Background: an optimization exercise with open tools, aiming at small area and a short achievable clock period. Do not read the settings as production practice. In this exercise RTL edits were held to simulation tests only and were not proved equivalent to the original. Power is estimated from default activity; no workload was simulated.

### flow/design.v
module ic_locate_net (
    input  wire [23:0]  synd,
    output wire [175:0] z
);
    wire y24 = synd[14] ^ synd[15];
    wire y25 = synd[6] ^ synd[7];
    wire y26 = synd[12] ^ synd[13];
    wire y27 = synd[4] ^ synd[5];
    wire y28 = synd[11] ^ synd[15];
    wire y29 = synd[0] ^ synd[6];
    wire y30 = synd[8] ^ synd[14];
    wire y31 = synd[2] ^ synd[3];
    wire y32 = synd[9] ^ synd[13];
    wire y33 = synd[1] ^ synd[5];
    wire y34 = synd[9] ^ synd[10];
    wire y35 = synd[11] ^ synd[12];
    wire y36 = synd[2] ^ y25;
    wire y37 = synd[3] ^ synd[7];
    wire y38 = synd[10] ^ y24;
    wire y39 = y27 ^ y29;
    wire y40 = synd[11] ^ y26;
    wire y41 = synd[3] ^ y27;
    wire y42 = y25 ^ y33;
    wire y43 = y24 ^ y32;
    wire y44 = y26 ^ y30;
    wire y45 = synd[1] ^ synd[7];
    wire y46 = synd[10] ^ y35;
    wire y47 = synd[4] ^ y31;
    wire y48 = synd[1] ^ synd[11];
    wire y49 = y31 ^ y45;
    wire y50 = y28 ^ y34;
    wire y51 = synd[7] ^ synd[11];
    wire y52 = synd[3] ^ synd[4];
    wire y53 = synd[10] ^ synd[19];
    wire y54 = synd[15] ^ synd[18];
    wire y55 = synd[1] ^ synd[2];
    wire y56 = synd[5] ^ synd[10];
    wire y57 = synd[19] ^ y24;
    wire y58 = y29 ^ y55;
    wire y59 = y30 ^ y34;
    wire y60 = synd[11] ^ synd[14];
    wire y61 = synd[12] ^ synd[20];
    wire y62 = synd[6] ^ synd[10];
    wire y63 = synd[0] ^ synd[7];
    wire y64 = synd[4] ^ synd[12];
    wire y65 = synd[10] ^ synd[18];
    wire y66 = synd[12] ^ synd[18];
    wire y67 = synd[5] ^ synd[11];
    wire y68 = synd[2] ^ synd[10];
    wire y69 = y25 ^ y52;
    wire y70 = synd[8] ^ y32;
    wire y71 = synd[9] ^ y35;
    wire y72 = synd[13] ^ y30;
    wire y73 = synd[19] ^ y26;
    wire y74 = synd[0] ^ y33;
    wire y75 = synd[7] ^ synd[9];
    wire y76 = synd[13] ^ synd[21];
    wire y77 = synd[15] ^ synd[23];
    wire y78 = synd[12] ^ synd[23];
    wire y79 = synd[4] ^ synd[8];
    wire y80 = synd[5] ^ synd[9];
    wire y81 = synd[0] ^ synd[9];
    wire y82 = synd[5] ^ synd[8];
    wire y83 = synd[5] ^ synd[15];
    wire y84 = synd[5] ^ synd[13];
    wire y85 = synd[3] ^ synd[11];
    wire y86 = synd[13] ^ synd[22];
    wire y87 = synd[12] ^ synd[22];
    wire y88 = synd[14] ^ synd[22];
    wire y89 = synd[6] ^ synd[8];
    wire y90 = synd[12] ^ synd[17];
    wire y91 = synd[4] ^ synd[9];
    wire y92 = synd[15] ^ synd[16];
    wire y93 = synd[11] ^ synd[19];
    wire y94 = synd[5] ^ synd[14];
    wire y95 = synd[4] ^ synd[14];
    wire y96 = synd[13] ^ synd[17];
    wire y97 = synd[13] ^ synd[16];
    wire y98 = synd[7] ^ synd[15];
    wire y99 = synd[8] ^ synd[17];
    wire y100 = synd[13] ^ synd[23];
    wire y101 = synd[7] ^ synd[8];
    wire y102 = synd[6] ^ synd[15];
    wire y103 = synd[8] ^ synd[15];
    wire y104 = synd[13] ^ synd[18];
    wire y105 = synd[6] ^ synd[9];
    wire y106 = synd[14] ^ synd[17];
    wire y107 = synd[14] ^ synd[23];
    wire y108 = synd[8] ^ synd[19];
    wire y109 = synd[14] ^ synd[16];
    wire y110 = synd[4] ^ synd[10];
    wire y111 = synd[15] ^ synd[17];
    wire y112 = synd[0] ^ synd[8];
    wire y113 = synd[6] ^ synd[14];
    wire y114 = synd[8] ^ synd[16];
    wire y115 = synd[4] ^ synd[15];
    wire y116 = synd[4] ^ synd[13];
    wire y117 = synd[12] ^ synd[16];
    wire y118 = synd[12] ^ synd[21];
    wire y119 = synd[8] ^ synd[10];
    wire y120 = synd[1] ^ synd[10];
    wire y121 = synd[1] ^ synd[9];
    wire y122 = synd[9] ^ synd[17];
    wire y123 = synd[9] ^ y37;
    wire y124 = synd[22] ^ y28;
    wire y125 = synd[2] ^ y51;
    wire y126 = y33 ^ y62;
    wire y127 = synd[4] ^ y62;
    wire y128 = y32 ^ y60;
    wire y129 = y29 ^ y31;
    wire y130 = synd[11] ^ y65;
    wire y131 = synd[14] ^ y66;
    wire y132 = synd[13] ^ y53;
    wire y133 = y61 ^ y103;
    wire y134 = synd[0] ^ y52;
    wire y135 = synd[15] ^ y37;
    wire y136 = y63 ^ y64;
    wire y137 = synd[15] ^ y53;
    wire y138 = y29 ^ y67;
    wire y139 = synd[8] ^ y37;
    wire y140 = synd[7] ^ y56;
    wire y141 = synd[6] ^ y67;
    wire y142 = synd[13] ^ y37;
    wire y143 = synd[21] ^ y28;
    wire y144 = y31 ^ y51;
    wire y145 = synd[17] ^ y28;
    wire y146 = synd[13] ^ y54;
    wire y147 = synd[14] ^ y37;
    wire y148 = synd[10] ^ y29;
    wire y149 = y63 ^ y68;
    wire y150 = synd[2] ^ y48;
    wire y151 = y28 ^ y53;
    wire y152 = synd[9] ^ y54;
    wire y153 = y26 ^ y54;
    wire y154 = synd[10] ^ y45;
    wire y155 = y37 ^ y56;
    wire y156 = y27 ^ y51;
    wire y157 = y25 ^ y48;
    wire y158 = synd[16] ^ y28;
    wire y159 = synd[18] ^ y30;
    wire y160 = synd[18] ^ y24;
    wire y161 = y28 ^ y104;
    wire y162 = synd[23] ^ y28;
    wire y163 = synd[12] ^ y37;
    wire y164 = synd[20] ^ y28;
    wire y165 = synd[22] ^ y40;
    wire y166 = synd[23] ^ y40;
    wire y167 = synd[8] ^ y39;
    wire y168 = synd[20] ^ y40;
    wire y169 = synd[22] ^ y44;
    wire y170 = synd[13] ^ y42;
    wire y171 = synd[21] ^ y70;
    wire y172 = synd[3] ^ y126;
    wire y173 = synd[9] ^ y39;
    wire y174 = synd[16] ^ y40;
    wire y175 = synd[17] ^ y44;
    wire y176 = synd[14] ^ y39;
    wire y177 = synd[20] ^ y43;
    wire y178 = synd[16] ^ y46;
    wire y179 = synd[14] ^ y36;
    wire y180 = y72 ^ y130;
    wire y181 = synd[13] ^ y39;
    wire y182 = synd[14] ^ y41;
    wire y183 = synd[14] ^ y49;
    wire y184 = synd[9] ^ y42;
    wire y185 = synd[17] ^ y40;
    wire y186 = y56 ^ y129;
    wire y187 = synd[9] ^ y57;
    wire y188 = y71 ^ y108;
    wire y189 = synd[21] ^ y38;
    wire y190 = synd[18] ^ y128;
    wire y191 = synd[13] ^ y58;
    wire y192 = y69 ^ y120;
    wire y193 = synd[16] ^ y38;
    wire y194 = synd[14] ^ y47;
    wire y195 = synd[12] ^ y49;
    wire y196 = synd[8] ^ y151;
    wire y197 = synd[15] ^ y42;
    wire y198 = synd[15] ^ y73;
    wire y199 = synd[13] ^ y36;
    wire y200 = synd[20] ^ y50;
    wire y201 = synd[16] ^ y44;
    wire y202 = synd[12] ^ y47;
    wire y203 = synd[20] ^ y59;
    wire y204 = y60 ^ y132;
    wire y205 = synd[15] ^ y49;
    wire y206 = synd[15] ^ y47;
    wire y207 = y34 ^ y57;
    wire y208 = synd[23] ^ y38;
    wire y209 = synd[19] ^ y72;
    wire y210 = synd[12] ^ y58;
    wire y211 = y27 ^ y149;
    wire y212 = y36 ^ y48;
    wire y213 = synd[23] ^ y44;
    wire y214 = y38 ^ y66;
    wire y215 = synd[21] ^ y46;
    wire y216 = synd[8] ^ y42;
    wire y217 = synd[15] ^ y41;
    wire y218 = synd[20] ^ y38;
    wire y219 = synd[14] ^ y42;
    wire y220 = synd[20] ^ y46;
    wire y221 = synd[12] ^ y39;
    wire y222 = synd[21] ^ y43;
    wire y223 = synd[20] ^ y70;
    wire y224 = synd[9] ^ y41;
    wire y225 = synd[8] ^ y41;
    wire y226 = synd[12] ^ y41;
    wire y227 = synd[15] ^ y36;
    wire y228 = synd[21] ^ y50;
    wire y229 = synd[22] ^ y43;
    wire y230 = synd[12] ^ y42;
    wire y231 = synd[9] ^ y36;
    wire y232 = synd[14] ^ y58;
    wire y233 = synd[12] ^ y74;
    wire y234 = synd[20] ^ y44;
    wire y235 = synd[15] ^ y39;
    wire y236 = y35 ^ y57;
    wire y237 = synd[11] ^ y69;
    wire y238 = y48 ^ y134;
    wire y239 = synd[12] ^ y36;
    wire y240 = y34 ^ y73;
    wire y241 = synd[8] ^ y47;
    wire y242 = y119 ^ y153;
    wire y243 = synd[13] ^ y41;
    wire y244 = synd[23] ^ y43;
    wire y245 = synd[23] ^ y46;
    wire y246 = synd[16] ^ y43;
    wire y247 = synd[22] ^ y50;
    wire y248 = synd[22] ^ y59;
    wire y249 = y36 ^ y110;
    wire y250 = y31 ^ y141;
    wire y251 = y71 ^ y160;
    wire y252 = synd[13] ^ y74;
    wire y253 = synd[22] ^ y38;
    wire y254 = synd[17] ^ y38;
    wire y255 = synd[8] ^ y36;
    wire y256 = synd[21] ^ y40;
    wire y257 = synd[13] ^ y47;
    wire y258 = synd[17] ^ y43;
    wire y259 = synd[13] ^ y49;
    wire y260 = y27 ^ y150;
    wire y261 = synd[0] ^ y144;
    wire y262 = synd[21] ^ y59;
    wire y263 = synd[21] ^ y44;
    wire y264 = synd[23] ^ y50;
    wire y265 = synd[22] ^ y46;
    assign z[0] = y112;
    assign z[1] = y121;
    assign z[2] = y68;
    assign z[3] = y85;
    assign z[4] = y64;
    assign z[5] = y84;
    assign z[6] = y113;
    assign z[7] = y98;
    assign z[8] = y114;
    assign z[9] = y122;
    assign z[10] = y65;
    assign z[11] = y93;
    assign z[12] = y61;
    assign z[13] = y76;
    assign z[14] = y88;
    assign z[15] = y77;
    assign z[16] = y101;
    assign z[17] = y81;
    assign z[18] = y154;
    assign z[19] = y125;
    assign z[20] = y163;
    assign z[21] = y116;
    assign z[22] = y94;
    assign z[23] = y102;
    assign z[24] = y92;
    assign z[25] = y99;
    assign z[26] = y152;
    assign z[27] = y137;
    assign z[28] = y164;
    assign z[29] = y118;
    assign z[30] = y86;
    assign z[31] = y107;
    assign z[32] = y89;
    assign z[33] = y75;
    assign z[34] = y148;
    assign z[35] = y157;
    assign z[36] = y239;
    assign z[37] = y142;
    assign z[38] = y95;
    assign z[39] = y83;
    assign z[40] = y109;
    assign z[41] = y111;
    assign z[42] = y159;
    assign z[43] = y187;
    assign z[44] = y218;
    assign z[45] = y143;
    assign z[46] = y87;
    assign z[47] = y100;
    assign z[48] = y82;
    assign z[49] = y105;
    assign z[50] = y140;
    assign z[51] = y138;
    assign z[52] = y230;
    assign z[53] = y199;
    assign z[54] = y147;
    assign z[55] = y115;
    assign z[56] = y97;
    assign z[57] = y106;
    assign z[58] = y146;
    assign z[59] = y209;
    assign z[60] = y177;
    assign z[61] = y189;
    assign z[62] = y124;
    assign z[63] = y78;
    assign z[64] = y79;
    assign z[65] = y80;
    assign z[66] = y127;
    assign z[67] = y156;
    assign z[68] = y221;
    assign z[69] = y170;
    assign z[70] = y179;
    assign z[71] = y135;
    assign z[72] = y117;
    assign z[73] = y96;
    assign z[74] = y131;
    assign z[75] = y198;
    assign z[76] = y234;
    assign z[77] = y222;
    assign z[78] = y253;
    assign z[79] = y162;
    assign z[80] = y139;
    assign z[81] = y91;
    assign z[82] = y155;
    assign z[83] = y237;
    assign z[84] = y226;
    assign z[85] = y181;
    assign z[86] = y219;
    assign z[87] = y227;
    assign z[88] = y158;
    assign z[89] = y90;
    assign z[90] = y161;
    assign z[91] = y236;
    assign z[92] = y168;
    assign z[93] = y263;
    assign z[94] = y229;
    assign z[95] = y208;
    assign z[96] = y255;
    assign z[97] = y123;
    assign z[98] = y249;
    assign z[99] = y250;
    assign z[100] = y202;
    assign z[101] = y243;
    assign z[102] = y176;
    assign z[103] = y197;
    assign z[104] = y193;
    assign z[105] = y145;
    assign z[106] = y214;
    assign z[107] = y204;
    assign z[108] = y220;
    assign z[109] = y256;
    assign z[110] = y169;
    assign z[111] = y244;
    assign z[112] = y216;
    assign z[113] = y231;
    assign z[114] = y172;
    assign z[115] = y260;
    assign z[116] = y195;
    assign z[117] = y257;
    assign z[118] = y182;
    assign z[119] = y235;
    assign z[120] = y246;
    assign z[121] = y254;
    assign z[122] = y190;
    assign z[123] = y240;
    assign z[124] = y200;
    assign z[125] = y215;
    assign z[126] = y165;
    assign z[127] = y213;
    assign z[128] = y167;
    assign z[129] = y184;
    assign z[130] = y211;
    assign z[131] = y238;
    assign z[132] = y210;
    assign z[133] = y259;
    assign z[134] = y194;
    assign z[135] = y217;
    assign z[136] = y201;
    assign z[137] = y258;
    assign z[138] = y242;
    assign z[139] = y188;
    assign z[140] = y203;
    assign z[141] = y228;
    assign z[142] = y265;
    assign z[143] = y166;
    assign z[144] = y225;
    assign z[145] = y173;
    assign z[146] = y192;
    assign z[147] = y261;
    assign z[148] = y233;
    assign z[149] = y191;
    assign z[150] = y183;
    assign z[151] = y206;
    assign z[152] = y174;
    assign z[153] = y175;
    assign z[154] = y251;
    assign z[155] = y196;
    assign z[156] = y223;
    assign z[157] = y262;
    assign z[158] = y247;
    assign z[159] = y245;
    assign z[160] = y241;
    assign z[161] = y224;
    assign z[162] = y186;
    assign z[163] = y212;
    assign z[164] = y136;
    assign z[165] = y252;
    assign z[166] = y232;
    assign z[167] = y205;
    assign z[168] = y178;
    assign z[169] = y185;
    assign z[170] = y180;
    assign z[171] = y207;
    assign z[172] = y133;
    assign z[173] = y171;
    assign z[174] = y248;
    assign z[175] = y264;
endmodule
module ic_encoder (
    input  wire [63:0] data,
    output wire [23:0] check
);
    wire e64 = data[40] ^ data[41];
    wire e65 = data[59] ^ data[43];
    wire e66 = data[51] ^ e64;
    wire e67 = data[62] ^ data[19];
    wire e68 = data[55] ^ data[46];
    wire e69 = data[38] ^ data[6];
    wire e70 = data[60] ^ data[17];
    wire e71 = data[61] ^ data[21];
    wire e72 = data[54] ^ data[11];
    wire e73 = data[52] ^ e65;
    wire e74 = data[35] ^ data[23];
    wire e75 = data[47] ^ data[39];
    wire e76 = data[26] ^ data[16];
    wire e77 = data[53] ^ data[44];
    wire e78 = data[56] ^ data[25];
    wire e79 = data[49] ^ data[36];
    wire e80 = data[57] ^ data[24];
    wire e81 = data[42] ^ data[27];
    wire e82 = data[45] ^ data[30];
    wire e83 = data[28] ^ e66;
    wire e84 = data[58] ^ data[48];
    wire e85 = data[50] ^ data[7];
    wire e86 = data[63] ^ data[20];
    wire e87 = data[12] ^ data[14];
    wire e88 = data[5] ^ e73;
    wire e89 = data[31] ^ data[13];
    wire e90 = data[37] ^ e74;
    wire e91 = data[22] ^ e67;
    wire e92 = data[8] ^ e69;
    wire e93 = data[33] ^ e75;
    wire e94 = e70 ^ e81;
    wire e95 = e72 ^ e77;
    wire e96 = data[18] ^ e71;
    wire e97 = data[32] ^ data[2];
    wire e98 = data[34] ^ data[4];
    wire e99 = e76 ^ e80;
    wire e100 = data[10] ^ e68;
    wire e101 = e78 ^ e82;
    wire e102 = e83 ^ e86;
    wire e103 = data[9] ^ data[1];
    wire e104 = data[58] ^ data[3];
    wire e105 = data[28] ^ data[29];
    wire e106 = data[0] ^ e79;
    wire e107 = e84 ^ e87;
    wire e108 = e85 ^ e90;
    wire e109 = data[54] ^ e96;
    wire e110 = e88 ^ e93;
    wire e111 = data[18] ^ data[15];
    wire e112 = data[52] ^ data[42];
    wire e113 = data[53] ^ data[20];
    wire e114 = data[56] ^ data[12];
    wire e115 = data[9] ^ data[7];
    wire e116 = data[61] ^ data[5];
    wire e117 = e71 ^ e97;
    wire e118 = data[36] ^ e98;
    wire e119 = e97 ^ e104;
    wire e120 = e82 ^ e114;
    wire e121 = e69 ^ e79;
    wire e122 = data[29] ^ e85;
    wire e123 = data[0] ^ e76;
    wire e124 = e68 ^ e89;
    wire e125 = e67 ^ e87;
    wire e126 = data[59] ^ e66;
    wire e127 = data[32] ^ e91;
    wire e128 = data[13] ^ e106;
    wire e129 = e78 ^ e92;
    wire e130 = data[6] ^ e94;
    wire e131 = data[60] ^ e92;
    wire e132 = data[24] ^ e95;
    wire e133 = e80 ^ e107;
    wire e134 = data[15] ^ e99;
    wire e135 = data[25] ^ e83;
    wire e136 = data[37] ^ data[38];
    wire e137 = data[49] ^ data[19];
    wire e138 = data[51] ^ data[46];
    wire e139 = data[47] ^ data[33];
    wire e140 = data[48] ^ data[16];
    wire e141 = data[57] ^ data[62];
    wire e142 = data[22] ^ data[5];
    wire e143 = data[55] ^ data[17];
    wire e144 = data[37] ^ data[31];
    wire e145 = data[26] ^ data[31];
    wire e146 = data[39] ^ data[30];
    wire e147 = e68 ^ e111;
    wire e148 = data[19] ^ e112;
    wire e149 = data[23] ^ e70;
    wire e150 = data[34] ^ e103;
    wire e151 = e74 ^ e113;
    wire e152 = data[1] ^ e137;
    wire e153 = data[45] ^ e72;
    wire e154 = data[20] ^ e139;
    wire e155 = data[3] ^ e115;
    wire e156 = data[46] ^ e89;
    wire e157 = data[40] ^ e75;
    wire e158 = e84 ^ e98;
    wire e159 = data[41] ^ e105;
    wire e160 = data[35] ^ e77;
    wire e161 = data[38] ^ e116;
    wire e162 = data[14] ^ e99;
    wire e163 = e86 ^ e93;
    wire e164 = e73 ^ e100;
    wire e165 = e96 ^ e153;
    wire e166 = e118 ^ e119;
    wire e167 = data[10] ^ e95;
    wire e168 = e121 ^ e142;
    wire e169 = e95 ^ e105;
    wire e170 = data[50] ^ e124;
    wire e171 = e101 ^ e123;
    wire e172 = data[45] ^ e94;
    wire e173 = e122 ^ e146;
    wire e174 = data[12] ^ e108;
    wire e175 = e126 ^ e128;
    wire e176 = e91 ^ e130;
    wire e177 = e65 ^ e131;
    wire e178 = e154 ^ e166;
    wire e179 = e108 ^ e157;
    wire e180 = data[44] ^ e109;
    wire e181 = data[11] ^ e88;
    wire e182 = e133 ^ e145;
    wire e183 = e102 ^ e117;
    wire e184 = e110 ^ e155;
    wire e185 = e102 ^ e120;
    wire e186 = e72 ^ e135;
    wire e187 = data[39] ^ data[16];
    wire e188 = data[24] ^ data[7];
    wire e189 = data[44] ^ data[29];
    wire e190 = data[56] ^ data[21];
    wire e191 = data[63] ^ data[34];
    wire e192 = data[36] ^ data[23];
    wire e193 = data[57] ^ data[48];
    wire e194 = data[27] ^ data[10];
    wire e195 = data[57] ^ data[26];
    wire e196 = data[14] ^ data[15];
    wire e197 = data[43] ^ data[47];
    wire e198 = data[29] ^ data[13];
    wire e199 = data[43] ^ data[6];
    wire e200 = data[27] ^ data[18];
    wire e201 = data[49] ^ data[42];
    wire e202 = data[52] ^ data[43];
    wire e203 = data[25] ^ data[8];
    wire e204 = data[9] ^ data[10];
    wire e205 = data[50] ^ data[4];
    wire e206 = e84 ^ e187;
    wire e207 = data[8] ^ e85;
    wire e208 = e103 ^ e136;
    wire e209 = e87 ^ e188;
    wire e210 = data[9] ^ e138;
    wire e211 = data[35] ^ e71;
    wire e212 = e113 ^ e136;
    wire e213 = e70 ^ e98;
    wire e214 = e140 ^ e141;
    wire e215 = e143 ^ e191;
    wire e216 = data[58] ^ e65;
    wire e217 = e79 ^ e86;
    wire e218 = e68 ^ e141;
    wire e219 = e144 ^ e192;
    wire e220 = data[21] ^ e69;
    wire e221 = e103 ^ e193;
    wire e222 = data[1] ^ e74;
    wire e223 = e143 ^ e194;
    wire e224 = e78 ^ e195;
    wire e225 = data[60] ^ e81;
    wire e226 = e197 ^ e198;
    wire e227 = e75 ^ e80;
    wire e228 = e112 ^ e199;
    wire e229 = data[7] ^ e70;
    wire e230 = data[49] ^ e67;
    wire e231 = e84 ^ e138;
    wire e232 = e89 ^ e201;
    wire e233 = data[2] ^ e202;
    wire e234 = e203 ^ e204;
    wire e235 = data[61] ^ e76;
    wire e236 = e79 ^ e81;
    wire e237 = e82 ^ e89;
    wire e238 = e104 ^ e111;
    wire e239 = e64 ^ e76;
    wire e240 = e144 ^ e205;
    wire e241 = e147 ^ e206;
    wire e242 = e148 ^ e149;
    wire e243 = e207 ^ e208;
    wire e244 = e117 ^ e150;
    wire e245 = e151 ^ e209;
    wire e246 = data[3] ^ e93;
    wire e247 = e100 ^ e107;
    wire e248 = e90 ^ e148;
    wire e249 = e189 ^ e210;
    wire e250 = e100 ^ e118;
    wire e251 = e120 ^ e140;
    wire e252 = e211 ^ e212;
    wire e253 = e90 ^ e156;
    wire e254 = e190 ^ e213;
    wire e255 = e101 ^ e116;
    wire e256 = e216 ^ e217;
    wire e257 = e122 ^ e123;
    wire e258 = e218 ^ e219;
    wire e259 = e106 ^ e151;
    wire e260 = e220 ^ e221;
    wire e261 = e125 ^ e222;
    wire e262 = e64 ^ e101;
    wire e263 = e119 ^ e152;
    wire e264 = e77 ^ e91;
    wire e265 = e90 ^ e158;
    wire e266 = e196 ^ e224;
    wire e267 = e91 ^ e96;
    wire e268 = e100 ^ e121;
    wire e269 = e158 ^ e159;
    wire e270 = e160 ^ e225;
    wire e271 = e94 ^ e147;
    wire e272 = e161 ^ e226;
    wire e273 = e101 ^ e124;
    wire e274 = e125 ^ e159;
    wire e275 = e227 ^ e228;
    wire e276 = e161 ^ e200;
    wire e277 = e92 ^ e149;
    wire e278 = e230 ^ e231;
    wire e279 = e150 ^ e232;
    wire e280 = e66 ^ e160;
    wire e281 = e233 ^ e234;
    wire e282 = e73 ^ e115;
    wire e283 = e235 ^ e236;
    wire e284 = e237 ^ e238;
    wire e285 = e125 ^ e239;
    wire e286 = e127 ^ e129;
    wire e287 = e162 ^ e163;
    wire e288 = e242 ^ e243;
    wire e289 = e128 ^ e164;
    wire e290 = e244 ^ e245;
    wire e291 = e132 ^ e152;
    wire e292 = e246 ^ e247;
    wire e293 = e131 ^ e165;
    wire e294 = e248 ^ e249;
    wire e295 = e127 ^ e250;
    wire e296 = e251 ^ e252;
    wire e297 = e163 ^ e167;
    wire e298 = e168 ^ e214;
    wire e299 = e253 ^ e254;
    wire e300 = e133 ^ e165;
    wire e301 = e168 ^ e215;
    wire e302 = e169 ^ e255;
    wire e303 = e257 ^ e258;
    wire e304 = e88 ^ e170;
    wire e305 = e259 ^ e260;
    wire e306 = e171 ^ e223;
    wire e307 = e109 ^ e134;
    wire e308 = e156 ^ e262;
    wire e309 = e94 ^ e126;
    wire e310 = e129 ^ e162;
    wire e311 = e170 ^ e264;
    wire e312 = e109 ^ e172;
    wire e313 = e265 ^ e266;
    wire e314 = e88 ^ e134;
    wire e315 = e267 ^ e268;
    wire e316 = e269 ^ e270;
    wire e317 = e132 ^ e271;
    wire e318 = e273 ^ e274;
    wire e319 = e127 ^ e229;
    wire e320 = e132 ^ e171;
    wire e321 = e277 ^ e278;
    wire e322 = e83 ^ e129;
    wire e323 = e134 ^ e173;
    wire e324 = e130 ^ e173;
    wire e325 = e280 ^ e281;
    wire e326 = e167 ^ e282;
    wire e327 = e283 ^ e284;
    wire e328 = e164 ^ e169;
    wire e329 = e172 ^ e240;
    wire e330 = e174 ^ e175;
    wire e331 = e241 ^ e286;
    wire e332 = e175 ^ e287;
    wire e333 = e176 ^ e289;
    wire e334 = e177 ^ e291;
    wire e335 = e178 ^ e293;
    wire e336 = e295 ^ e296;
    wire e337 = e297 ^ e298;
    wire e338 = e179 ^ e300;
    wire e339 = e176 ^ e179;
    wire e340 = e256 ^ e302;
    wire e341 = e177 ^ e180;
    wire e342 = e304 ^ e305;
    wire e343 = e181 ^ e261;
    wire e344 = e110 ^ e174;
    wire e345 = e263 ^ e307;
    wire e346 = e178 ^ e309;
    wire e347 = e310 ^ e311;
    wire e348 = e102 ^ e312;
    wire e349 = e314 ^ e315;
    wire e350 = e272 ^ e317;
    wire e351 = e180 ^ e275;
    wire e352 = e182 ^ e276;
    wire e353 = e110 ^ e320;
    wire e354 = e181 ^ e279;
    wire e355 = e322 ^ e323;
    wire e356 = e182 ^ e324;
    wire e357 = e135 ^ e326;
    wire e358 = e285 ^ e328;
    wire e359 = e330 ^ e331;
    wire e360 = e288 ^ e332;
    wire e361 = e290 ^ e333;
    wire e362 = e183 ^ e292;
    wire e363 = e294 ^ e335;
    wire e364 = e184 ^ e336;
    wire e365 = e299 ^ e337;
    wire e366 = e301 ^ e338;
    wire e367 = e339 ^ e340;
    wire e368 = e185 ^ e303;
    wire e369 = e186 ^ e342;
    wire e370 = e183 ^ e306;
    wire e371 = e308 ^ e344;
    wire e372 = e346 ^ e347;
    wire e373 = e184 ^ e313;
    wire e374 = e316 ^ e349;
    wire e375 = e185 ^ e350;
    wire e376 = e318 ^ e351;
    wire e377 = e186 ^ e319;
    wire e378 = e321 ^ e353;
    wire e379 = e354 ^ e355;
    wire e380 = e325 ^ e356;
    wire e381 = e327 ^ e357;
    wire e382 = e329 ^ e358;
    wire e383 = e334 ^ e362;
    wire e384 = e341 ^ e368;
    wire e385 = e343 ^ e370;
    wire e386 = e345 ^ e371;
    wire e387 = e348 ^ e373;
    wire e388 = e352 ^ e377;
    assign check[16] = e359;
    assign check[17] = e360;
    assign check[18] = e361;
    assign check[19] = e383;
    assign check[20] = e363;
    assign check[21] = e364;
    assign check[22] = e365;
    assign check[23] = e366;
    assign check[8] = e367;
    assign check[9] = e384;
    assign check[10] = e369;
    assign check[11] = e385;
    assign check[12] = e386;
    assign check[13] = e372;
    assign check[14] = e387;
    assign check[15] = e374;
    assign check[0] = e375;
    assign check[1] = e376;
    assign check[2] = e388;
    assign check[3] = e378;
    assign check[4] = e379;
    assign check[5] = e380;
    assign check[6] = e381;
    assign check[7] = e382;
endmodule
module ic_syndrome (
    input  wire [87:0] word,
    output wire [23:0] synd
);
    wire x88 = word[75] ^ word[54];
    wire x89 = word[82] ^ word[76];
    wire x90 = word[84] ^ word[36];
    wire x91 = word[68] ^ word[62];
    wire x92 = word[81] ^ word[60];
    wire x93 = word[72] ^ word[30];
    wire x94 = word[61] ^ word[55];
    wire x95 = word[69] ^ word[63];
    wire x96 = word[70] ^ word[23];
    wire x97 = word[80] ^ word[59];
    wire x98 = word[29] ^ word[22];
    wire x99 = word[47] ^ word[15];
    wire x100 = word[50] ^ word[43];
    wire x101 = word[67] ^ word[46];
    wire x102 = word[66] ^ word[31];
    wire x103 = word[73] ^ word[38];
    wire x104 = word[78] ^ word[37];
    wire x105 = word[74] ^ word[39];
    wire x106 = word[83] ^ word[71];
    wire x107 = x88 ^ x92;
    wire x108 = x89 ^ x94;
    wire x109 = word[58] ^ x93;
    wire x110 = word[51] ^ word[44];
    wire x111 = word[64] ^ word[52];
    wire x112 = word[48] ^ word[42];
    wire x113 = word[65] ^ word[53];
    wire x114 = word[57] ^ word[45];
    wire x115 = word[77] ^ x106;
    wire x116 = x97 ^ x103;
    wire x117 = x105 ^ x107;
    wire x118 = word[86] ^ word[79];
    wire x119 = word[32] ^ word[14];
    wire x120 = word[41] ^ word[35];
    wire x121 = word[27] ^ word[21];
    wire x122 = word[40] ^ word[28];
    wire x123 = word[26] ^ word[20];
    wire x124 = x98 ^ x100;
    wire x125 = word[85] ^ x104;
    wire x126 = word[34] ^ x122;
    wire x127 = x119 ^ x123;
    wire x128 = x91 ^ x95;
    wire x129 = word[33] ^ x121;
    wire x130 = x96 ^ x120;
    wire x131 = x90 ^ x112;
    wire x132 = x102 ^ x116;
    wire x133 = word[87] ^ x109;
    wire x134 = word[56] ^ word[49];
    wire x135 = x111 ^ x114;
    wire x136 = x99 ^ x113;
    wire x137 = x95 ^ x115;
    wire x138 = x110 ^ x125;
    wire x139 = x101 ^ x108;
    wire x140 = x126 ^ x128;
    wire x141 = x127 ^ x131;
    wire x142 = word[49] ^ word[25];
    wire x143 = word[77] ^ word[37];
    wire x144 = word[53] ^ word[47];
    wire x145 = word[68] ^ word[61];
    wire x146 = word[64] ^ word[0];
    wire x147 = word[51] ^ word[43];
    wire x148 = word[84] ^ word[1];
    wire x149 = word[52] ^ word[45];
    wire x150 = word[36] ^ word[24];
    wire x151 = word[80] ^ word[8];
    wire x152 = word[39] ^ word[31];
    wire x153 = word[73] ^ word[9];
    wire x154 = word[69] ^ word[21];
    wire x155 = word[82] ^ word[34];
    wire x156 = word[87] ^ word[7];
    wire x157 = word[83] ^ word[35];
    wire x158 = word[74] ^ word[50];
    wire x159 = word[29] ^ word[13];
    wire x160 = word[78] ^ word[54];
    wire x161 = word[86] ^ word[46];
    wire x162 = word[58] ^ word[18];
    wire x163 = word[44] ^ word[4];
    wire x164 = word[30] ^ word[6];
    wire x165 = word[11] ^ word[15];
    wire x166 = word[59] ^ word[3];
    wire x167 = word[56] ^ word[16];
    wire x168 = word[57] ^ word[17];
    wire x169 = word[81] ^ word[75];
    wire x170 = word[71] ^ word[23];
    wire x171 = x118 ^ x145;
    wire x172 = x88 ^ x99;
    wire x173 = word[22] ^ x161;
    wire x174 = word[19] ^ x113;
    wire x175 = x100 ^ x134;
    wire x176 = word[10] ^ x158;
    wire x177 = word[65] ^ x96;
    wire x178 = x101 ^ x149;
    wire x179 = x110 ^ x124;
    wire x180 = x129 ^ x130;
    wire x181 = x108 ^ x172;
    wire x182 = word[67] ^ x129;
    wire x183 = word[2] ^ x135;
    wire x184 = x124 ^ x181;
    wire x185 = word[66] ^ x180;
    wire x186 = x117 ^ x171;
    wire x187 = x133 ^ x179;
    wire x188 = x111 ^ x139;
    wire x189 = x102 ^ x141;
    wire x190 = x132 ^ x178;
    wire x191 = x138 ^ x148;
    wire x192 = x117 ^ x140;
    wire x193 = word[27] ^ word[20];
    wire x194 = word[81] ^ word[1];
    wire x195 = word[48] ^ word[32];
    wire x196 = word[51] ^ word[5];
    wire x197 = word[79] ^ word[55];
    wire x198 = word[40] ^ word[5];
    wire x199 = word[18] ^ word[4];
    wire x200 = word[47] ^ word[30];
    wire x201 = word[13] ^ word[6];
    wire x202 = word[70] ^ word[57];
    wire x203 = word[76] ^ word[55];
    wire x204 = word[69] ^ word[9];
    wire x205 = word[26] ^ word[12];
    wire x206 = word[60] ^ word[12];
    wire x207 = word[72] ^ word[17];
    wire x208 = word[78] ^ word[36];
    wire x209 = word[37] ^ word[3];
    wire x210 = word[19] ^ word[11];
    wire x211 = word[61] ^ word[45];
    wire x212 = word[68] ^ word[28];
    wire x213 = word[82] ^ word[10];
    wire x214 = word[85] ^ word[16];
    wire x215 = word[72] ^ word[40];
    wire x216 = word[62] ^ word[38];
    wire x217 = word[42] ^ word[2];
    wire x218 = word[70] ^ word[14];
    wire x219 = word[62] ^ word[8];
    wire x220 = word[52] ^ word[20];
    wire x221 = word[85] ^ word[53];
    wire x222 = word[64] ^ word[23];
    wire x223 = word[79] ^ word[0];
    wire x224 = word[60] ^ word[29];
    wire x225 = word[65] ^ word[41];
    wire x226 = word[73] ^ word[12];
    wire x227 = word[32] ^ word[25];
    wire x228 = word[43] ^ word[31];
    wire x229 = word[66] ^ word[26];
    wire x230 = word[75] ^ word[27];
    wire x231 = word[42] ^ word[14];
    wire x232 = word[44] ^ word[38];
    wire x233 = word[83] ^ word[77];
    wire x234 = word[70] ^ word[15];
    wire x235 = word[74] ^ word[7];
    wire x236 = word[48] ^ word[41];
    wire x237 = x90 ^ x206;
    wire x238 = x99 ^ x156;
    wire x239 = x162 ^ x226;
    wire x240 = x101 ^ x213;
    wire x241 = x144 ^ x193;
    wire x242 = x92 ^ x105;
    wire x243 = word[33] ^ x205;
    wire x244 = x154 ^ x231;
    wire x245 = x194 ^ x225;
    wire x246 = word[80] ^ x98;
    wire x247 = x114 ^ x118;
    wire x248 = word[63] ^ x90;
    wire x249 = x150 ^ x164;
    wire x250 = x150 ^ x209;
    wire x251 = x114 ^ x196;
    wire x252 = x143 ^ x211;
    wire x253 = x89 ^ x200;
    wire x254 = x97 ^ x104;
    wire x255 = x168 ^ x222;
    wire x256 = x157 ^ x210;
    wire x257 = x159 ^ x235;
    wire x258 = x163 ^ x220;
    wire x259 = x208 ^ x214;
    wire x260 = x104 ^ x147;
    wire x261 = x93 ^ x232;
    wire x262 = word[28] ^ x134;
    wire x263 = x162 ^ x217;
    wire x264 = x143 ^ x165;
    wire x265 = x146 ^ x151;
    wire x266 = word[33] ^ x142;
    wire x267 = x199 ^ x227;
    wire x268 = word[24] ^ x215;
    wire x269 = x164 ^ x216;
    wire x270 = x106 ^ x118;
    wire x271 = x167 ^ x169;
    wire x272 = word[67] ^ x166;
    wire x273 = word[5] ^ x159;
    wire x274 = x94 ^ x163;
    wire x275 = x155 ^ x236;
    wire x276 = word[76] ^ x212;
    wire x277 = x154 ^ x221;
    wire x278 = x91 ^ x157;
    wire x279 = x166 ^ x224;
    wire x280 = x153 ^ x160;
    wire x281 = x160 ^ x218;
    wire x282 = x146 ^ x202;
    wire x283 = x89 ^ x207;
    wire x284 = x155 ^ x229;
    wire x285 = x98 ^ x169;
    wire x286 = x91 ^ x204;
    wire x287 = x153 ^ x168;
    wire x288 = word[63] ^ x152;
    wire x289 = x90 ^ x233;
    wire x290 = x152 ^ x234;
    wire x291 = x147 ^ x230;
    wire x292 = x91 ^ x228;
    wire x293 = word[49] ^ x151;
    wire x294 = x203 ^ x219;
    wire x295 = x170 ^ x197;
    wire x296 = x170 ^ x198;
    wire x297 = x144 ^ x156;
    wire x298 = x167 ^ x195;
    wire x299 = x245 ^ x266;
    wire x300 = x177 ^ x267;
    wire x301 = x239 ^ x249;
    wire x302 = x174 ^ x243;
    wire x303 = x238 ^ x295;
    wire x304 = x177 ^ x294;
    wire x305 = x131 ^ x174;
    wire x306 = x244 ^ x262;
    wire x307 = x112 ^ x130;
    wire x308 = x173 ^ x260;
    wire x309 = x269 ^ x281;
    wire x310 = x176 ^ x263;
    wire x311 = x103 ^ x175;
    wire x312 = x136 ^ x250;
    wire x313 = x115 ^ x253;
    wire x314 = x130 ^ x254;
    wire x315 = x125 ^ x175;
    wire x316 = x282 ^ x289;
    wire x317 = x127 ^ x136;
    wire x318 = x116 ^ x274;
    wire x319 = word[22] ^ x271;
    wire x320 = x259 ^ x286;
    wire x321 = x223 ^ x261;
    wire x322 = x165 ^ x283;
    wire x323 = x115 ^ x136;
    wire x324 = x278 ^ x297;
    wire x325 = x109 ^ x296;
    wire x326 = x246 ^ x251;
    wire x327 = x247 ^ x290;
    wire x328 = x268 ^ x298;
    wire x329 = x256 ^ x291;
    wire x330 = x126 ^ x285;
    wire x331 = x201 ^ x241;
    wire x332 = x248 ^ x264;
    wire x333 = x257 ^ x292;
    wire x334 = x273 ^ x277;
    wire x335 = x237 ^ x258;
    wire x336 = x279 ^ x280;
    wire x337 = x240 ^ x255;
    wire x338 = x182 ^ x327;
    wire x339 = x176 ^ x182;
    wire x340 = x284 ^ x310;
    wire x341 = x109 ^ x304;
    wire x342 = x142 ^ x305;
    wire x343 = x275 ^ x331;
    wire x344 = x242 ^ x325;
    wire x345 = x293 ^ x308;
    wire x346 = x132 ^ x332;
    wire x347 = x312 ^ x337;
    wire x348 = x313 ^ x314;
    wire x349 = x137 ^ x307;
    wire x350 = x128 ^ x316;
    wire x351 = x132 ^ x183;
    wire x352 = x288 ^ x303;
    wire x353 = x317 ^ x319;
    wire x354 = x276 ^ x335;
    wire x355 = x315 ^ x321;
    wire x356 = x140 ^ x318;
    wire x357 = x141 ^ x323;
    wire x358 = x287 ^ x299;
    wire x359 = x173 ^ x309;
    wire x360 = x265 ^ x328;
    wire x361 = x138 ^ x302;
    wire x362 = x107 ^ x137;
    wire x363 = x322 ^ x326;
    wire x364 = x272 ^ x329;
    wire x365 = x133 ^ x336;
    wire x366 = x117 ^ x139;
    wire x367 = x135 ^ x300;
    wire x368 = x108 ^ x311;
    wire x369 = x301 ^ x330;
    wire x370 = x306 ^ x324;
    wire x371 = x270 ^ x320;
    wire x372 = x252 ^ x334;
    wire x373 = x133 ^ x183;
    wire x374 = x333 ^ x348;
    wire x375 = x190 ^ x343;
    wire x376 = x357 ^ x365;
    wire x377 = x192 ^ x363;
    wire x378 = x137 ^ x341;
    wire x379 = x191 ^ x338;
    wire x380 = x186 ^ x347;
    wire x381 = x189 ^ x192;
    wire x382 = x346 ^ x367;
    wire x383 = x355 ^ x362;
    wire x384 = x339 ^ x356;
    wire x385 = x184 ^ x350;
    wire x386 = x366 ^ x370;
    wire x387 = x184 ^ x371;
    wire x388 = x188 ^ x369;
    wire x389 = x190 ^ x361;
    wire x390 = x345 ^ x373;
    wire x391 = x185 ^ x188;
    wire x392 = x353 ^ x384;
    wire x393 = x381 ^ x390;
    wire x394 = x368 ^ x379;
    wire x395 = x351 ^ x387;
    wire x396 = x185 ^ x377;
    wire x397 = x376 ^ x391;
    wire x398 = x189 ^ x383;
    wire x399 = x342 ^ x374;
    wire x400 = x344 ^ x389;
    wire x401 = x187 ^ x382;
    wire x402 = x191 ^ x378;
    wire x403 = x349 ^ x388;
    wire x404 = x186 ^ x375;
    wire x405 = x187 ^ x380;
    assign synd[0] = x360;
    assign synd[1] = x358;
    assign synd[2] = x340;
    assign synd[3] = x364;
    assign synd[4] = x354;
    assign synd[5] = x372;
    assign synd[6] = x359;
    assign synd[7] = x352;
    assign synd[8] = x385;
    assign synd[9] = x402;
    assign synd[10] = x395;
    assign synd[11] = x405;
    assign synd[12] = x401;
    assign synd[13] = x400;
    assign synd[14] = x404;
    assign synd[15] = x386;
    assign synd[16] = x398;
    assign synd[17] = x394;
    assign synd[18] = x393;
    assign synd[19] = x397;
    assign synd[20] = x392;
    assign synd[21] = x396;
    assign synd[22] = x403;
    assign synd[23] = x399;
endmodule
module ic_locate (
    input  wire [23:0] synd,      
    output wire [10:0] fit        
);
    wire [175:0] z;
    ic_locate_net u_net (.synd(synd), .z(z));
    genvar s;
    generate
        for (s = 0; s < 11; s = s + 1) begin : g_sym
            assign fit[s] = ~|z[16*(10-s) +: 16];
        end
    endgenerate
endmodule
module ic_decoder (
    input  wire [87:0] word,
    input  wire [7:0]  s0,        
    input  wire [10:0] fit,
    output wire [87:0] fixed,     
    output wire        ce,        
    output wire        ue,        
    output wire [3:0]  sym        
);
    wire nz0 = |s0;
    genvar s;
    generate
        for (s = 0; s < 11; s = s + 1) begin : g_sym
            assign fixed[87-8*s -: 8] = word[87-8*s -: 8] ^ ({8{fit[s]}} & s0);
        end
    endgenerate
    assign ce     = nz0 & (|fit);
    assign sym[0] = nz0 & (fit[1] | fit[3] | fit[5] | fit[7] | fit[9]);
    assign sym[1] = nz0 & (fit[2] | fit[3] | fit[6] | fit[7] | fit[10]);
    assign sym[2] = nz0 & (fit[4] | fit[5] | fit[6] | fit[7]);
    assign sym[3] = nz0 & (fit[8] | fit[9] | fit[10]);
    assign ue     = (nz0 | ~fit[10]) & ~ce;
endmodule
module ic_line_codec (
    input  wire         clk,
    input  wire         rst,             
    input  wire         rd_valid,
    input  wire [351:0] rd_line,         
    output reg          rd_out_valid,
    output reg  [351:0] rd_out_line,     
    output reg  [3:0]   rd_out_ce,
    output reg  [3:0]   rd_out_ue,
    output reg  [15:0]  rd_out_sym,      
    input  wire         wr_valid,
    input  wire [255:0] wr_data,         
    output reg          wr_out_valid,
    output reg  [95:0]  wr_out_check     
);
    wire [95:0]  synd;
    wire [43:0]  fit;
    wire [351:0] fixed;
    wire [3:0]   ce;
    wire [3:0]   ue;
    wire [15:0]  sym;
    wire [95:0]  check;
    reg         rd_v_q;
    reg [351:0] rd_line_q;
    reg [95:0]  synd_q;
    genvar l;
    generate
        for (l = 0; l < 4; l = l + 1) begin : g_lane
            ic_syndrome u_syn (
                .word (rd_line[88*l +: 88]),
                .synd (synd[24*l +: 24])
            );
            ic_locate u_loc (
                .synd (synd_q[24*l +: 24]),
                .fit  (fit[11*l +: 11])
            );
            ic_decoder u_dec (
                .word  (rd_line_q[88*l +: 88]),
                .s0    (synd_q[24*l +: 8]),
                .fit   (fit[11*l +: 11]),
                .fixed (fixed[88*l +: 88]),
                .ce    (ce[l]),
                .ue    (ue[l]),
                .sym   (sym[4*l +: 4])
            );
            ic_encoder u_enc (
                .data  (wr_data[64*l +: 64]),
                .check (check[24*l +: 24])
            );
        end
    endgenerate
    always @(posedge clk) begin
        if (rst) begin
            rd_v_q       <= 1'b0;
            rd_out_valid <= 1'b0;
            wr_out_valid <= 1'b0;
        end else begin
            rd_v_q       <= rd_valid;
            rd_out_valid <= rd_v_q;
            wr_out_valid <= wr_valid;
        end
        rd_line_q    <= rd_line;
        synd_q       <= synd;
        rd_out_line  <= fixed;
        rd_out_ce    <= ce;
        rd_out_ue    <= ue;
        rd_out_sym   <= sym;
        wr_out_check <= check;
    end
endmodule
### flow/flow/run.sh
#!/bin/bash
# The standard layout, with every input and output port buffered by a plain
# buffer cell instead of the one buffer_ports picks by default.
set -euo pipefail
export BUFFER_PORTS_ARGS="-buffer_cell sky130_fd_sc_hd__buf_2"
bash standard.sh > standard.log 2>&1
### flow/standard.sh
#!/bin/bash
# synth_recipe.tcl (not shown) runs the flow's synth.tcl, then flattens the netlist and writes it again
# the make line also repeats each setting of config.mk as NAME=value (left out here)
make -C /OpenROAD-flow-scripts/flow DESIGN_CONFIG=/design/flow/config.mk WORK_HOME=/design/flow/orfs CLKGATE_MAP_FILE= SYNTH_SCRIPT=/design/flow/synth_recipe.tcl "${@:-finish}"
### flow/config.mk
export PLATFORM = sky130hd
export DESIGN_NAME = ic_line_codec
export DESIGN_NICKNAME = ic_line_codec
export VERILOG_FILES = /design/flow/design.v
export SDC_FILE = /design/flow/constraint.sdc
export NUM_CORES = 4
export LEC_CHECK = 0
export CAP_MARGIN = 20
export CORE_MARGIN = 2
export CORE_UTILIZATION = 62
export SETUP_SLACK_MARGIN = 3.3
export SLEW_MARGIN = 20
### flow/constraint.sdc
create_clock -name core_clock -period 6.0 [get_ports {clk}]
set_input_delay 1.2000 -clock core_clock [delete_from_list [all_inputs] [get_ports {clk}]]
set_output_delay 1.2000 -clock core_clock [all_outputs]
set_load 0.01 [all_outputs]
==> run summary, run 1 <==
# TYPE chip_impl_metric gauge
chip_impl_info{name="status",value="timing/DRC/antenna clean"} 1
chip_impl_metric{name="synth_fp_nets",unit=""} 6678
chip_impl_metric{name="design.portCount",unit=""} 1086
chip_impl_metric{name="die_height",unit="um"} 313
chip_impl_metric{name="vias",unit=""} 52600
chip_impl_metric{name="reg2reg_slack",unit="ns"} 2.94
chip_impl_info{name="netlist_top_cells_count",value="2701 x sky130_fd_sc_hd__xnor2_1, 923 x sky130_fd_sc_hd__dfxtp_1, 727 x sky130_fd_sc_hd__xor2_1"} 1
chip_impl_metric{name="cts_hold_buf",unit=""} 0
chip_impl_metric{name="port-buffer-count",unit=""} 1085
chip_impl_metric{name="placement_rows",unit=""} 113
chip_impl_info{name="netlist_top_cells_area",value="sky130_fd_sc_hd__xnor2_1 40%, sky130_fd_sc_hd__dfxtp_1 31%, sky130_fd_sc_hd__xor2_1 11%, sky130_fd_sc_hd__nand2_1 2.6%, sky130_fd_sc_hd__xnor3_1 2.0%"} 1
chip_impl_info{name="r2r_start",value="synd_q[59]"} 1
chip_impl_metric{name="worstPathRequired",unit="ns"} 6.58
chip_impl_info{name="path_common_cell",value="sky130_fd_sc_hd__buf_12"} 1
chip_impl_metric{name="groute.layer.met2.usage",unit="%"} 75.2
chip_impl_metric{name="wl_per_cell",unit="um"} 30.3
chip_impl_metric{name="dpl.hpwl",unit="mm"} 185
chip_impl_metric{name="grt_first_pass_wirelength",unit="mm"} 347
chip_impl_info{name="path_delay_family",value="simple AND/OR/NAND/NOR gates"} 1
chip_impl_metric{name="dr.first_iter.drc_count",unit=""} 7575
chip_impl_metric{name="cap_viol_max_count",unit=""} 0
chip_impl_metric{name="sequential_cell_area",unit="mm^2"} 0.0187
chip_impl_info{name="cts_tree",value="done"} 1
chip_impl_metric{name="fin_nets",unit=""} 7935
chip_impl_metric{name="seq_power_share",unit="%"} 18.6
chip_impl_info{name="startpoint",value="synd_q[59]"} 1
chip_impl_metric{name="asyncSetResetFlopFracSynth",unit="%"} 0
chip_impl_metric{name="multi_input_gate_area_in_the_final_layout",unit="mm^2"} 0.0428
chip_impl_metric{name="crit_path_max_fanout",unit=""} 11
chip_impl_metric{name="drt.antenna.violating_nets",unit=""} 0
chip_impl_metric{name="finalClockSkew",unit="ns"} 0.0253
chip_impl_metric{name="dp.cells",unit=""} 8185
chip_impl_metric{name="layout-drive-gt1-share",unit="%"} 28.9
chip_impl_metric{name="timing.final.max_slew_violations",unit=""} 0
chip_impl_metric{name="synthToLayoutAreaGrowth",unit="%"} 27.7
chip_impl_info{name="critical_path.endpoint",value="rd_out_ue[2]"} 1
chip_impl_metric{name="final_cells",unit=""} 8700
chip_impl_info{name="timing_worst_setup_path_type",value="reg -> reg"} 1
chip_impl_metric{name="grt.overflow.total",unit=""} 0
chip_impl_metric{name="period_share",unit="%"} 50.9
chip_impl_metric{name="worstRegToRegCells",unit=""} 9
chip_impl_metric{name="cts-buffers-inserted",unit=""} 91
chip_impl_metric{name="ys.warnings.count",unit=""} 1
chip_impl_metric{name="max_stage_delay",unit="ns"} 0.52
chip_impl_metric{name="finalSetupViolations",unit=""} 0
chip_impl_metric{name="grt.met1_usage",unit="%"} 57.1
chip_impl_metric{name="clkSinkCount",unit=""} 923
chip_impl_metric{name="pwr-share-clk",unit="%"} 12.2
chip_impl_info{name="ys_dominant_reg_cell",value="sky130_fd_sc_hd__dfxtp_1"} 1
chip_impl_info{name="crit_path_start_kind",value="flip-flop"} 1
chip_impl_metric{name="htree_levels",unit=""} 3
chip_impl_info{name="cts_root_buf",value="sky130_fd_sc_hd__clkbuf_16"} 1
chip_impl_metric{name="critical_path.n_buffers_inverters",unit=""} 2
chip_impl_metric{name="initial_core_util",unit="%"} 62.4
chip_impl_metric{name="power-per-cell-area",unit="mW/mm^2"} 639
chip_impl_metric{name="synth.yosys.seq_area_share",unit="%"} 31.2
chip_impl_metric{name="utilization",unit="%"} 79.8
chip_impl_info{name="synth_largest_area_cell",value="sky130_fd_sc_hd__xnor2_1"} 1
chip_impl_metric{name="path_clk_slew",unit="ns"} 0.07
chip_impl_metric{name="mappedNetlistArea",unit="mm^2"} 0.0591
chip_impl_info{name="regToRegEndpoint",value="rd_out_ue[2]"} 1
chip_impl_info{name="globalRoute.busiestLayer",value="met2"} 1
chip_impl_metric{name="power.switching",unit="W"} 0.0226
chip_impl_metric{name="grt_start_max_net_pins",unit=""} 30
chip_impl_metric{name="grt_antenna_before_repair",unit=""} 79
chip_impl_info{name="critPathCaptureType",value="flip-flop"} 1
chip_impl_metric{name="postLayoutCellArea",unit="mm^2"} 0.0755
chip_impl_metric{name="dpl-instance-area",unit="mm^2"} 0.0664
chip_impl_metric{name="design.die.area",unit="mm^2"} 0.0979
chip_impl_metric{name="drt_pre_antenna_iters",unit=""} 10
chip_impl_metric{name="holdPathStages",unit=""} 1
chip_impl_metric{name="vias_per_cell",unit=""} 6.05
chip_impl_metric{name="pwr-share-comb",unit="%"} 69.3
chip_impl_metric{name="ir_drop",unit="mV"} 0.407
chip_impl_metric{name="power.share.switching",unit="%"} 46.9
chip_impl_info{name="critical_path.cell_chain",value="buf_12, buf_12, xnor2_4, xnor2_1, or3_1, a211oi_1, and4_4, nor2_1, a31o_1"} 1
chip_impl_metric{name="fill_cells",unit=""} 5845
chip_impl_metric{name="setup_total_negative_slack",unit="ns"} 0
chip_impl_metric{name="syn_avg_cell_area",unit="um^2"} 9.77
chip_impl_info{name="holdCritPathClass",value="reg -> reg"} 1
chip_impl_metric{name="synth_top_cell_area_share",unit="%"} 40.0
chip_impl_metric{name="worst-path-stages",unit=""} 9
chip_impl_metric{name="max-slew-margin-rel",unit="%"} 32.7
chip_impl_metric{name="leakagePower",unit="nW"} 29.9
chip_impl_metric{name="first_global_vias",unit=""} 50200
chip_impl_info{name="setup_repair_after_global_routing_missed_its_margin",value="yes"} 1
chip_impl_metric{name="die_x",unit="um"} 313
chip_impl_metric{name="clock_latency",unit="ns"} 0.70
chip_impl_metric{name="timing.critical_path.arrival",unit="ns"} 3.64
chip_impl_metric{name="core_area",unit="mm^2"} 0.0947
chip_impl_info{name="synthMostInstantiatedCell",value="sky130_fd_sc_hd__xnor2_1"} 1
chip_impl_metric{name="clock_tree.buffer_depth",unit=""} 3
chip_impl_metric{name="synthCells",unit=""} 6054
chip_impl_metric{name="post-route-drc-count",unit=""} 0
chip_impl_metric{name="finalHoldViolations",unit=""} 0
chip_impl_metric{name="timing_worst_slew_pin_value",unit="ns"} 1.01
chip_impl_metric{name="synthDistinctLibCells",unit=""} 83
chip_impl_metric{name="timing.fmax",unit="GHz"} 0.327
chip_impl_metric{name="place.gp.congestion",unit=""} 1.05
chip_impl_metric{name="timing.final.crit_period",unit="ns"} 3.06
chip_impl_info{name="critPathSlowestCell",value="sky130_fd_sc_hd__a211oi_1"} 1
chip_impl_metric{name="gr-usage-met3",unit="%"} 15.6
chip_impl_metric{name="ys_seq_elements",unit=""} 923
chip_impl_metric{name="global_route.usage.total",unit="%"} 48.6
chip_impl_metric{name="synth-edff-count",unit=""} 0
chip_impl_metric{name="p_int",unit="W"} 0.0257
chip_impl_metric{name="drt-total-wl",unit="mm"} 264
==> worst register-to-register path, delay by kind of cell, from the launching register on <==
kind,cells,cell delay (ns)
AO/OA/AOI/OAI,2,0.76
XOR/XNOR,2,0.42
buffers and inverters,2,0.29
flip-flops,1,0.37
AND/OR/NAND/NOR,3,1.10
==> how the worst min path moves through the flow <==
stage	startpoint	slack, ns	endpoint
global route	rd_line_q[40]	0.43	rd_out_line[40]
global placement	rd_line_q[216]	0.41	rd_out_line[216]
detailed placement	rd_line_q[216]	0.41	rd_out_line[216]
floorplan	rd_line_q[216]	0.40	rd_out_line[216]
CTS	rd_line_q[63]	0.41	rd_out_line[63]
finish	rd_line_q[35]	0.42	rd_out_line[35]
==> stage by stage <==
stage          hold WS [ns]  total power (W)  setup WS [ns]
6_report              0.417           0.0483           2.94
5_1_grt               0.430           0.0497           2.76
4_1_cts               0.409           0.0432           3.20
3_5_place_dp          0.412           0.0348           2.02
3_3_place_gp          0.407           0.0346           1.99
2_1_floorplan         0.404           0.0288           2.97
==> kinds of logic (layout without fill, tap and decap cells) <==
family | count (synthesis) | after routing | synth area share, %
other cells | 0 | 52 | 0
simple gates | 1019 | 1026 | 8.72
compound gates | 211 | 211 | 2.52
mux | 36 | 36 | 0.654
fa+ha+maj | 12 | 12 | 0.254
buf+inv | 330 | 1647 | 2.34
xor+xnor | 3523 | 3528 | 54.3
flops | 923 | 923 | 31.2
==> repair_timing <==
action                     in CTS  in global routing
buffers inserted              143                130
setup endpoints to repair     359                294
gates cloned                   16                  9
pin swaps                      98                144
resized for setup             347                338
==> flip-flops by register name, indices dropped and copies added, names as in the netlist <==
register      flops
rd_v_q            1
wr_out_check     96
rd_out_ue         4
rd_line_q       352
synd_q           96
wr_out_valid      1
rd_out_ce         4
rd_out_sym       16
rd_out_line     352
rd_out_valid      1
==> area by class of cell <==
| type | instances | area share (%) |
|---|---|---|
| clock inverters | 41 | 0.565 |
| inverters | 43 | 0.273 |
| well taps | 1265 | 2.10 |
| flip-flops and latches | 923 | 24.7 |
| repair buffers | 1439 | 12.2 |
| diodes | 52 | 0.172 |
| clock buffers | 124 | 3.41 |
| multi-input cells | 4813 | 56.6 |
==> metal layers <==
metal  wire length (um)  up-vias
met5                520        -
met4              26000       58
li1                   -    21700
met1              88700    24700
met2             113000     4500
met3              35200     1659
==> power groups by stage <==
stage                     Clock, W  Sequential, W  Combinational (W)
after detailed placement         0        0.00914             0.0257
after global placement           0        0.00912             0.0254
after global routing       0.00606        0.00897             0.0346
after floorplan                  0        0.00793             0.0209
after CTS                  0.00580        0.00880             0.0286
final                      0.00587        0.00898             0.0334
==> layout by cell type (no fill, tap or decap), drive strengths merged, types with 45 or more instances in the layout <==
| cell | netlist | final |
|---|---|---|
| diode | 0 | 52 |
| nor3 | 127 | 127 |
| buf | 163 | 1430 |
| clkbuf | 124 | 129 |
| xnor3 | 52 | 53 |
| nor4 | 45 | 45 |
| nor2 | 82 | 82 |
| nand3 | 72 | 72 |
| dfxtp | 923 | 923 |
| inv | 42 | 46 |
| xnor2 | 2717 | 2717 |
| xor2 | 733 | 736 |
| and3 | 98 | 101 |
| nand2 | 413 | 413 |
==> inputs of run 2 (changes only) <==
--- a/flow/config.mk
+++ b/flow/config.mk
@@ -8,5 +8,5 @@
 export CAP_MARGIN = 20
 export CORE_MARGIN = 2
-export CORE_UTILIZATION = 62
+export CORE_UTILIZATION = 50
 export SETUP_SLACK_MARGIN = 3.3
 export SLEW_MARGIN = 20
==> run summary, run 2 <==
# TYPE chip_impl_metric gauge
chip_impl_metric{name="asyncSetResetFlopFracSynth",unit="%"} 0
chip_impl_metric{name="finalSetupViolations",unit=""} 0
chip_impl_metric{name="synthCells",unit=""} 6054
chip_impl_metric{name="finalHoldViolations",unit=""} 0
chip_impl_metric{name="final.setup.worst_slack",unit="ns"} 3.20
chip_impl_metric{name="global_route.usage.total",unit="%"} 39.4
chip_impl_metric{name="synth_top_cell_area_share",unit="%"} 40.0
chip_impl_metric{name="grt_first_pass_wirelength",unit="mm"} 342
chip_impl_metric{name="reg2reg_slack",unit="ns"} 3.20
chip_impl_metric{name="clock_latency",unit="ns"} 0.71
chip_impl_info{name="largest_registers",value="rd_line_q (352), rd_out_line (352)"} 1
chip_impl_metric{name="post-route-drc-count",unit=""} 0
chip_impl_info{name="synth_largest_area_cell",value="sky130_fd_sc_hd__xnor2_1"} 1
chip_impl_metric{name="cts-buffers-inserted",unit=""} 100
chip_impl_metric{name="design.die.area",unit="mm^2"} 0.121
chip_impl_info{name="status",value="timing/DRC/antenna clean"} 1
chip_impl_metric{name="dpl-instance-area",unit="mm^2"} 0.0667
chip_impl_metric{name="max-slew-margin-rel",unit="%"} 32.8
chip_impl_metric{name="drt.antenna.violating_nets",unit=""} 0
chip_impl_metric{name="period_share",unit="%"} 46.6
chip_impl_info{name="cts_tree",value="done"} 1
chip_impl_metric{name="finalClockSkew",unit="ns"} 0.0273
chip_impl_metric{name="grt_start_max_net_pins",unit=""} 32
chip_impl_metric{name="syn_avg_cell_area",unit="um^2"} 9.77
chip_impl_info{name="timing_worst_setup_path_type",value="reg -> reg"} 1
chip_impl_metric{name="synth.yosys.seq_area_share",unit="%"} 31.2
chip_impl_info{name="netlist_top_cells_area",value="sky130_fd_sc_hd__xnor2_1 40%, sky130_fd_sc_hd__dfxtp_1 31%, sky130_fd_sc_hd__xor2_1 11%, sky130_fd_sc_hd__nand2_1 2.6%, sky130_fd_sc_hd__xnor3_1 2.0%"} 1
chip_impl_info{name="cts_root_buf",value="sky130_fd_sc_hd__clkbuf_16"} 1
chip_impl_metric{name="mappedNetlistArea",unit="mm^2"} 0.0591
chip_impl_metric{name="vias_per_cell",unit=""} 5.39
chip_impl_metric{name="timing_worst_slew_pin_value",unit="ns"} 1.00
chip_impl_metric{name="max_stage_delay",unit="ns"} 0.38
chip_impl_metric{name="grt.overflow.total",unit=""} 0
chip_impl_metric{name="design_power_total",unit="W"} 0.0458
chip_impl_metric{name="synth_fp_nets",unit=""} 6678
chip_impl_info{name="path_common_cell",value="sky130_fd_sc_hd__buf_6"} 1
chip_impl_metric{name="hold_ws",unit="ns"} 0.411
chip_impl_metric{name="place.gp.congestion",unit=""} 1.04
chip_impl_metric{name="cts_hold_buf",unit=""} 0
chip_impl_info{name="crit_path_start_kind",value="flip-flop"} 1
chip_impl_metric{name="core_area",unit="mm^2"} 0.118
chip_impl_metric{name="dr.first_iter.drc_count",unit=""} 4768
chip_impl_info{name="synthMostInstantiatedCell",value="sky130_fd_sc_hd__xnor2_1"} 1
chip_impl_metric{name="synth-edff-count",unit=""} 0
chip_impl_metric{name="fin_nets",unit=""} 7870
chip_impl_metric{name="placement_rows",unit=""} 126
chip_impl_metric{name="postLayoutCellArea",unit="mm^2"} 0.0746
chip_impl_metric{name="timing.fmax",unit="GHz"} 0.357
chip_impl_metric{name="port-buffer-count",unit=""} 1085
chip_impl_metric{name="dpl.hpwl",unit="mm"} 196
chip_impl_metric{name="ys.warnings.count",unit=""} 1
chip_impl_metric{name="setup_total_negative_slack",unit="ns"} 0
chip_impl_metric{name="vias",unit=""} 48000
chip_impl_info{name="critPathSlowestCell",value="sky130_fd_sc_hd__or3_1"} 1
chip_impl_info{name="layout_common_cells",value="2622 x sky130_fd_sc_hd__xnor2_1, 1086 x sky130_fd_sc_hd__buf_2, 845 x sky130_fd_sc_hd__dfxtp_1"} 1
chip_impl_info{name="netlist_top_cells_count",value="2701 x sky130_fd_sc_hd__xnor2_1, 923 x sky130_fd_sc_hd__dfxtp_1, 727 x sky130_fd_sc_hd__xor2_1"} 1
chip_impl_metric{name="timing.critical_path.arrival",unit="ns"} 3.37
chip_impl_metric{name="design.portCount",unit=""} 1086
chip_impl_metric{name="worstPathRequired",unit="ns"} 6.57
chip_impl_metric{name="synthDistinctLibCells",unit=""} 83
chip_impl_info{name="critical_path.cell_chain",value="buf_12, clkinvlp_4, ha_4, buf_6, xor2_4, or3_1, a221o_1, nor3_4, buf_6, nand2_4, xnor2_2"} 1
chip_impl_info{name="setup_repair_after_global_routing_missed_its_margin",value="yes"} 1
chip_impl_metric{name="ir_drop",unit="mV"} 0.391
chip_impl_metric{name="clkSinkCount",unit=""} 923
chip_impl_metric{name="power-per-cell-area",unit="mW/mm^2"} 613
chip_impl_metric{name="grt_antenna_before_repair",unit=""} 72
chip_impl_info{name="ys_dominant_reg_cell",value="sky130_fd_sc_hd__dfxtp_1"} 1
chip_impl_metric{name="preCtsSetupSlack",unit="ns"} 2.05
chip_impl_metric{name="crit_path_max_fanout",unit=""} 5
chip_impl_metric{name="path_clk_slew",unit="ns"} 0.06
chip_impl_metric{name="layout-drive-gt1-share",unit="%"} 26.8
chip_impl_metric{name="synthToLayoutAreaGrowth",unit="%"} 26.2
chip_impl_metric{name="ys_seq_elements",unit=""} 923
chip_impl_metric{name="cap_viol_max_count",unit=""} 0
chip_impl_metric{name="timing.final.crit_period",unit="ns"} 2.80
chip_impl_metric{name="die_x",unit="um"} 348
chip_impl_metric{name="timing.final.max_slew_violations",unit=""} 0
chip_impl_metric{name="die_height",unit="um"} 348
chip_impl_metric{name="drt-total-wl",unit="mm"} 250
chip_impl_info{name="layout.cells.most_common",value="sky130_fd_sc_hd__xnor2_1"} 1
chip_impl_metric{name="drt_pre_antenna_iters",unit=""} 6
chip_impl_metric{name="htree_levels",unit=""} 3
chip_impl_info{name="holdCritPathClass",value="reg -> reg"} 1
chip_impl_metric{name="first_global_vias",unit=""} 46300
chip_impl_metric{name="clock_tree.buffer_depth",unit=""} 3
chip_impl_metric{name="wl_per_cell",unit="um"} 28.1
chip_impl_info{name="critPathCaptureType",value="flip-flop"} 1
chip_impl_metric{name="leakagePower",unit="nW"} 29.0
chip_impl_metric{name="initial_core_util",unit="%"} 50.3
## run 2: cell counts after synthesis
No cell type changed its count.
## run 2: final timing paths
kind | startpoint | to | depth (start not counted)
min | rd_line_q[139] | rd_out_line[139] | 1
min reg2reg | rd_line_q[139] | rd_out_line[139] | 1
max | synd_q[7] | rd_out_line[17] | 11
max reg2reg | synd_q[7] | rd_out_line[17] | 11
## run 2: timing repair
item / in CTS / in global routing
pin swaps: 61 / 82
buffers inserted: 136 / 70
gates cloned: 8 / 6
resized for setup: 261 / 231
endpoints found under the setup margin: 360 / 286
## run 2: cell type report
type                       count  area, um^2
clock buffer                 146        2850
tap                         1536        1920
fill                        9975       43000
timing repair buffer        1375        8790
antenna                       37        92.6
clock inverter                39         462
inverter                      43         185
multi-input combinational   4803       41600
sequential                   923       18700
## run 2: where the power goes
part / internal, W / switching, W / total (W) / leakage [nW]
combinational: 0.0143 / 0.0164 / 0.0307 / 19.6
sequential: 0.00735 / 0.00157 / 0.00892 / 7.79
clock: 0.00348 / 0.00269 / 0.00617 / 1.59
total: 0.0251 / 0.0206 / 0.0458 / 29.0
## run 2: kinds of logic (layout without fill, tap and decap cells)
group,Yosys count,count (layout),synth area share [%]
xor gates and xnor gates,3523,3524,54.3
and+or+nand+nor,1019,1020,8.72
DFF,923,923,31.2
buffers and inverters,330,1603,2.34
AOI/OAI and AO/OA,211,211,2.52
muxes,36,36,0.654
adders and majority gates,12,12,0.254
other,0,37,0
## run 2: critical path: cells and delay by family (launching register included)
family                   cells  cell delay, ns
flip-flops                   1            0.36
buffers and inverters        4            0.58
XOR/XNOR                     2            0.30
adder cells (fa/ha/maj)      1            0.27
AND/OR/NAND/NOR              3            0.79
AO/OA/AOI/OAI                1            0.37
## run 2: metal layers
layer | track usage (%) | up-vias | routed length [um]
li1 | - | 21500 | -
met1 | 50.7 | 23200 | 99000
met2 | 63.3 | 2671 | 114000
met3 | 8.21 | 598 | 23800
met4 | 17.9 | 34 | 13000
met5 | 0 | - | 219
## run 2: per-stage QoR
stage | util, % | std cells
4_1_cts | 61.7 | 8789
5_1_grt | 63.4 | 8890
3_3_place_gp | 56.7 | 8460
3_5_place_dp | 56.7 | 8460
2_1_floorplan | - | 6054
6_report | 63.4 | 8902

-- static timing again, ports no longer ideal --
The results above use ideal ports. As a check the final layouts listed here were re-extracted and re-timed, cells and wires unchanged. Step 1 assumes that a clkbuf_16 drives the clock port and a buf_2 every other input. Step 2 moves the port delays by t, midway between the first and last clock arrival at a register: inputs arrive t later, outputs are due t later. That takes back most of the time a late clock gives input paths. Slacks: ideal ports / drivers / drivers and shift; pairs: ideal ports / drivers.
run	shift t [ns]	slack for setup (ns)	worst setup path after step 2	slew at the worst register clock pin (ns)
run 1	0.766	2.943 / 2.943 / 2.522	input to register	0.08 / 0.08
run 2	0.780	3.201 / 3.201 / 2.473	input to register	0.07 / 0.07
After both steps every run listed still meets setup and hold. For run 2, which loses most, drivers alone change the setup slack by 0.000 ns; drivers and shift together by -0.728 ns.
